Context: an optimization exercise on an open-source flow, tuned for small area, a short achievable clock period and few clock cycles per item. The choices shown serve that exercise and are no tape-out recipe. RTL that was checked went through simulation tests only; none was proved equivalent to the original. Power and IR drop assume default switching activity.

== P ==
// mx_narrow
module mx_narrow (
    input  wire        clk,
    input  wire        rst,
    input  wire        in_valid,
    output wire        in_ready,
    input  wire [31:0] in_data,
    input  wire [3:0]  in_fmt,
    output wire        out_valid,
    input  wire        out_ready,
    output wire [7:0]  out_elem,
    output wire [7:0]  out_scale,
    output wire        out_last
);
==> flow/config.mk <==
export PLATFORM = sky130hd
export DESIGN_NAME = mx_narrow
export DESIGN_NICKNAME = mx_narrow
export VERILOG_FILES = /design/flow/design.v
export SDC_FILE = /design/flow/constraint.sdc
export NUM_CORES = 4
export LEC_CHECK = 0
export CAP_MARGIN = 20
export CORE_MARGIN = 2
export CORE_UTILIZATION = 65
export CTS_BUF_LIST = sky130_fd_sc_hd__clkbuf_8 sky130_fd_sc_hd__clkbuf_16
export CTS_CLUSTER_DIAMETER = 60
export CTS_CLUSTER_SIZE = 24
export PLACE_DENSITY = 0.75
export SLEW_MARGIN = 20
==> flow/constraint.sdc <==
create_clock -name core_clock -period 18.0 [get_ports {clk}]
set_input_delay 3.6000 -clock core_clock [delete_from_list [all_inputs] [get_ports {clk}]]
set_output_delay 3.6000 -clock core_clock [all_outputs]
set_load 0.01 [all_outputs]
standard.sh (not shown) runs the stock make flow with config.mk's settings and CLKGATE_MAP_FILE= SYNTH_SCRIPT=/design/flow/synth_recipe.tcl, a recipe that flattens the netlist after the stock synthesis.
==> flow/flow/run.sh <==
#!/bin/bash
# Standard ORFS layout, with timing repair asked to leave extra setup slack.
set -euo pipefail
bash standard.sh SETUP_SLACK_MARGIN=13.5 BUFFER_PORTS_ARGS=-buffer_cell\ sky130_fd_sc_hd__buf_1 finish > standard_make.log 2>&1
Input changes introduced in Q (baseline for comparison: P):
-- flow/design.v --
<<< P, line 107
    wire [7:0] t_em   = {4'd0, f_emax(ff)};
    wire [7:0] t_cm   = ((wj == 5'd1) & (t_em > f_mc)) ? t_em : f_mc;
    wire       k_gt  = in_e > t_cm;
    wire       t_sel  = (wj == 5'd0) | (~in_e1 & k_gt);
    wire [7:0] new_mc = t_sel ? (in_e & {8{~in_e1}}) : t_cm;
>>> Q, line 107
    wire [7:0] t_em   = {4'd0, f_emax(ff)};
    wire [7:0] t_cm   = ((wj == 5'd1) & (t_em > f_mc)) ? t_em : f_mc;
    wire [7:0] k_g = in_e & ~t_cm;
    wire [7:0] k_e = ~(in_e ^ t_cm);
    wire       k_g10 = k_g[7] | (k_e[7] & k_g[6]);   wire k_e10 = k_e[7] & k_e[6];
    wire       k_g32 = k_g[5] | (k_e[5] & k_g[4]);   wire k_e32 = k_e[5] & k_e[4];
    wire       k_g54 = k_g[3] | (k_e[3] & k_g[2]);   wire k_e54 = k_e[3] & k_e[2];
    wire       k_g76 = k_g[1] | (k_e[1] & k_g[0]);
    wire       k_ga  = k_g10 | (k_e10 & k_g32);      wire k_ea = k_e10 & k_e32;
    wire       k_gb  = k_g54 | (k_e54 & k_g76);
    wire       k_gt  = k_ga | (k_ea & k_gb);
    wire       t_sel  = (wj == 5'd0) | (~in_e1 & k_gt);
    wire [7:0] new_mc = t_sel ? (in_e & {8{~in_e1}}) : t_cm;
Notes after the runs:
The final layout from Q, which completed every stage, passed the timing, design-rule and antenna checks at the end of the flow.
Comparing Q against P, there is no change at all in H-tree level count.
Comparing layout net count for Q and P, the bigger number came from P.
P → Q: worst endpoint required time rose by 0.12 ns; power fell by about 0.8%; starting utilization of the core area stayed essentially flat; power density normalized to cell area fell by 0.56%; final wirelength fell by 1.8%.
Going from P to Q, the leakage power summed over all cells was found to have gone up by 0.000039 uW.
No functional check of the RTL was part of any run of this note.

mx_narrow, a different RTL version from the one above (not shown whole).
Size: about 1600 cells after synthesis, roughly 700 flip-flops, about 59 I/O pins.
export LEC_CHECK = 0
export CAP_MARGIN = 20
export CORE_MARGIN = 2
export CORE_UTILIZATION = 65
export CTS_BUF_LIST = sky130_fd_sc_hd__clkbuf_8 sky130_fd_sc_hd__clkbuf_16
export CTS_CLUSTER_DIAMETER = 60
export CTS_CLUSTER_SIZE = 24
export PLACE_DENSITY = 0.75
export SLEW_MARGIN = 20
create_clock -name core_clock -period 18.0 [get_ports {clk}]
Scripts as last shown in full above: flow/flow/run.sh
Testbench counts at the start, summed over its fixed seeds: cycles 10,520, items 320.
Edit:
--- a/flow/design.v
+++ b/flow/design.v
@@ -209,25 +209,26 @@
     wire [6:0]  y_kept   = b_kept;
     wire        y_rnd    = b_rnd;
     reg  [6:0]  y_enc;           
     always @(*) begin
         case (y_mb)
         2'd3:    y_enc = {b_ef[3:0], y_kept[2:0]};
         2'd2:    y_enc = {b_ef, y_kept[1:0]};
         default: y_enc = {1'b0, b_ef, y_kept[0]};
         endcase
     end
+    wire        y_fsat = (y_enc > y_max) | ((y_enc == y_max) & y_rnd) |
+                         ((y_mb == 2'd3) & b_ef[4]);
     wire        y_isat = (y_kept == 7'd127) & y_rnd;
     wire [7:0]  y_base = y_fp ? {1'b0, y_enc} : (b_sg ? {1'b1, ~y_kept} : {1'b0, y_kept});
     wire        y_cin  = y_fp ? y_rnd : (b_sg ^ y_rnd);
     wire [7:0]  y_sum  = y_base + {7'd0, y_cin};
-    wire        y_fsat = y_sum > {1'b0, y_max};
     reg  [7:0]  y_fel;
     always @(*) begin
         y_fel = {1'b0, y_fsat ? y_max : y_sum[6:0]};
         case (d_f)
         3'd2, 3'd3: y_fel[5] = b_sg;
         3'd4:       y_fel[3] = b_sg;
         default:    y_fel[7] = b_sg;
         endcase
     end
     wire [7:0]  y_iel = y_isat ? (b_sg ? 8'h81 : 8'h7F) : y_sum;
What happened:
- non-clock buffer count shrinks by 4
- wire length climbs by a few percent
- design area shrinks slightly
- core utilization fell by 0.62 points
- synthesized area barely changes
- die area is about the same
- flip-flop and latch count stays the same
- clock-buffer cell count fell by 1
- worst setup slack improved by 0.0085 ns
- total power falls slightly
- via count is higher slightly
The RTL of the second run of this note was laid out without a check of its function.

== main ==
Another version of the RTL of mx_narrow (not shown whole).
Size: about 1600 cells after synthesis.
Settings: LEC_CHECK=0, CAP_MARGIN=20, CORE_MARGIN=2, CORE_UTILIZATION=65, CTS_BUF_LIST=sky130_fd_sc_hd__clkbuf_16, CTS_CLUSTER_DIAMETER=70, CTS_CLUSTER_SIZE=30, PLACE_DENSITY=0.75, SLEW_MARGIN=20; clock period 18.0 ns.
Scripts as last shown in full above: flow/flow/run.sh
Testbench counts of main, summed over its fixed seeds: cycles 10,520, items 320.
[inputs] the feature branch vs main
--- a/flow/design.v
+++ b/flow/design.v
@@ -148,24 +148,24 @@
         end else begin
             p_ec = p_e;
             p_lo = s1_int ? {p_m[22:16], |p_m[15:0]} : {p_m[22:19], |p_m[18:0], 3'b000};
         end
     end
     wire [16:0] pack = {p_sg, p_ec, p_lo};
-    reg [17*32-1:0] ring;
-    wire [16:0] ring_rd = ring[17*30-1 -: 17];    
+    reg [17*31-1:0] ring;
+    wire [16:0] ring_rd  = ring[17*30-1 -: 17];    
+    wire [16:0] ring_top = ring[17*31-1 -: 17];
     always @(posedge clk) begin
-        ring <= {ring[17*31-1:0], s1_v ? pack : ring[17*32-1 -: 17]};
+        ring <= {ring[17*30-1:0], s1_v ? pack : s1_d[16:0]};
     end
     reg [16:0] a0_d, a1_d;
     reg        a0_v, a0_cplt, a0_first, a0_last;
     reg        a1_v, a1_cplt, a1_first, a1_last;
     reg        b_v, b_last;
-    reg        b_sg, b_st, b_nan;
-    reg [7:0]  b_sig;
-    reg [3:0]  b_sh;
+    reg        b_sg, b_rnd, b_nan;
+    reg [6:0]  b_kept;
     reg [4:0]  b_ef;
     reg        o_v, o_last;
     reg [7:0]  o_elem, o_scale;
     assign out_valid = o_v;
     assign out_elem  = o_elem;
     assign out_scale = o_scale;
@@ -196,21 +196,23 @@
     wire signed [9:0] x_w  = $signed(x_e) - {x_sk[8], x_sk};
     wire              x_norm = x_fp & ~x_zero & ~x_w[9] & (x_w != 10'sd0);
     wire [3:0]        x_t  = {1'b0, x_c2} + 4'd1 - x_w[3:0];
     wire              x_big = x_w < ($signed({7'd0, x_c2}) - 10'sd8);
     wire [3:0]        x_sh = x_norm ? {1'b0, x_c2} : (x_big ? 4'd9 : x_t);
     wire [4:0]        x_ef = x_norm ? x_w[4:0] : 5'd0;
+    wire [16:0] x_wide   = {x_sig, 9'd0} >> x_sh;
+    wire [6:0]  x_kept   = x_wide[15:9];
+    wire        x_guard  = x_wide[8];
+    wire        x_sticky = (|x_wide[7:0]) | x_st;
+    wire        x_rnd    = x_guard & (x_sticky | x_kept[0]);
     wire        y_fp   = f_is_fp(d_f);
     wire [1:0]  y_mb   = f_mbits(d_f);
     wire [6:0]  y_max  = f_maxenc(d_f);
     wire        y_bnan = d_n & ~f_is_fp8(d_f);
-    wire [16:0] y_wide   = {b_sig, 9'd0} >> b_sh;
-    wire [6:0]  y_kept   = y_wide[15:9];
-    wire        y_guard  = y_wide[8];
-    wire        y_sticky = (|y_wide[7:0]) | b_st;
-    wire        y_rnd    = y_guard & (y_sticky | y_kept[0]);
+    wire [6:0]  y_kept   = b_kept;
+    wire        y_rnd    = b_rnd;
     reg  [6:0]  y_enc;           
     always @(*) begin
         case (y_mb)
         2'd3:    y_enc = {b_ef[3:0], y_kept[2:0]};
         2'd2:    y_enc = {b_ef, y_kept[1:0]};
         default: y_enc = {1'b0, b_ef, y_kept[0]};
@@ -245,13 +247,13 @@
     wire       r00 = (ph2 == wj)   & (~dv | (wj != rj));
     wire       r01 = (ph2 == wj)   & (~(dv & (rj != 5'd31)) | (wj != rj_1));
     wire       r10 = (ph2 == wj_1) & ((wj == 5'd31) ? (wj_1 != rj) : (~dv | (wj_1 != rj)));
     wire       r11 = (ph2 == wj_1) & ((wj == 5'd31) ? (wj != rj) : (~(dv & (rj != 5'd31)) | (wj != rj)));
     wire       rdy_n = in_fire ? (rd ? r11 : r10) : (rd ? r01 : r00);
     always @(posedge clk) begin
-        s1_d     <= in_data;
+        s1_d     <= {in_data[31:17], in_fire ? in_data[16:0] : ring_top};
         s1_first <= (wj == 5'd0);
         s1_last  <= (wj == 5'd31);
         s1_f     <= (wj == 5'd0) ? in_fc : ff;
         s1_e1    <= &in_data[30:23];
         s1_mnz   <= |in_data[22:0];
         if (in_fire & (wj == 5'd0)) ff <= in_fc;
@@ -279,16 +281,15 @@
             d_n  <= c_n;
             d_f  <= c_f;
         end
         if (adv) begin
             b_last  <= a1_last;
             b_sg    <= x_sg;
-            b_st    <= x_st;
+            b_rnd   <= x_rnd;
             b_nan   <= x_nan;
-            b_sig   <= x_sig;
-            b_sh    <= x_sh;
+            b_kept  <= x_kept;
             b_ef    <= x_ef;
             o_last  <= b_last;
             o_elem  <= y_el;
             o_scale <= y_bnan ? 8'hFF : y_s[7:0];
         end
         if (rst) begin
[summary]
The number of global-route vias before repair of the feature branch and that of main are within noise of each other. Going from main to the feature branch, utilization up 1.5 points; average wire length per cell after detail routing higher; count of inverters other than clock inverters in the layout shrank by 9.8%; achievable clock frequency saw a decrease. The feature branch against main: count of clock-buffer cells in the layout fell 5; net switching share of the total power about even. The estimated power of the feature branch ends up lower than the estimate for main. Changes observed in the feature branch relative to main: total of flip-flops plus latches after synthesis fell about 3%; post-synthesis mux area share has increased; post-layout instance area went down by about 0.8%; power attributed to combinational cells +about 8%; worst-case vdd ir drop up 15%. main ended up with o_scale[2] as its first element of the critical path; the feature branch ended up with o_scale[0].
For the feature branch, only the layout was checked, not whether the RTL still works.

afterwards: timing with drivers on the ports:
The results above use ideal ports. As a check the final layouts listed here were re-extracted and re-timed, cells and wires unchanged.
Step 1 assumes that a clkbuf_16 drives the clock port and a buf_2 every other input.
Step 2 adds t to the input delays and takes it off the output delays; t is the mean of the earliest and latest rising clock arrival at the registers after step 1. Input paths then give back, and output paths get back, about the clock's delay inside the block.
Three values: ideal ports, drivers, drivers and shift; two values: the first two.
run | shift t [ns] | setup WS [ns] | hold WS [ns]
P | 0.601 | 12.930 / 12.937 / 12.337 | 0.325 / 0.325 / 0.325
Q | 0.599 | 13.116 / 13.148 / 12.549 | 0.320 / 0.320 / 0.320
the first run of note 2 | 0.595 | 13.315 / 13.291 / 12.922 | 0.307 / 0.307 / 0.307
the second run of note 2 | 0.587 | 13.323 / 13.273 / 13.018 | 0.319 / 0.319 / 0.319
main | 0.589 | 13.326 / 13.276 / 12.902 | 0.319 / 0.319 / 0.319
the feature branch | 0.639 | 13.259 / 13.210 / 12.954 | 0.311 / 0.311 / 0.311
After both steps every run listed still meets setup and hold. The setup slack of P, which loses most, moves by +0.007 ns with the drivers and by -0.593 ns with both steps.
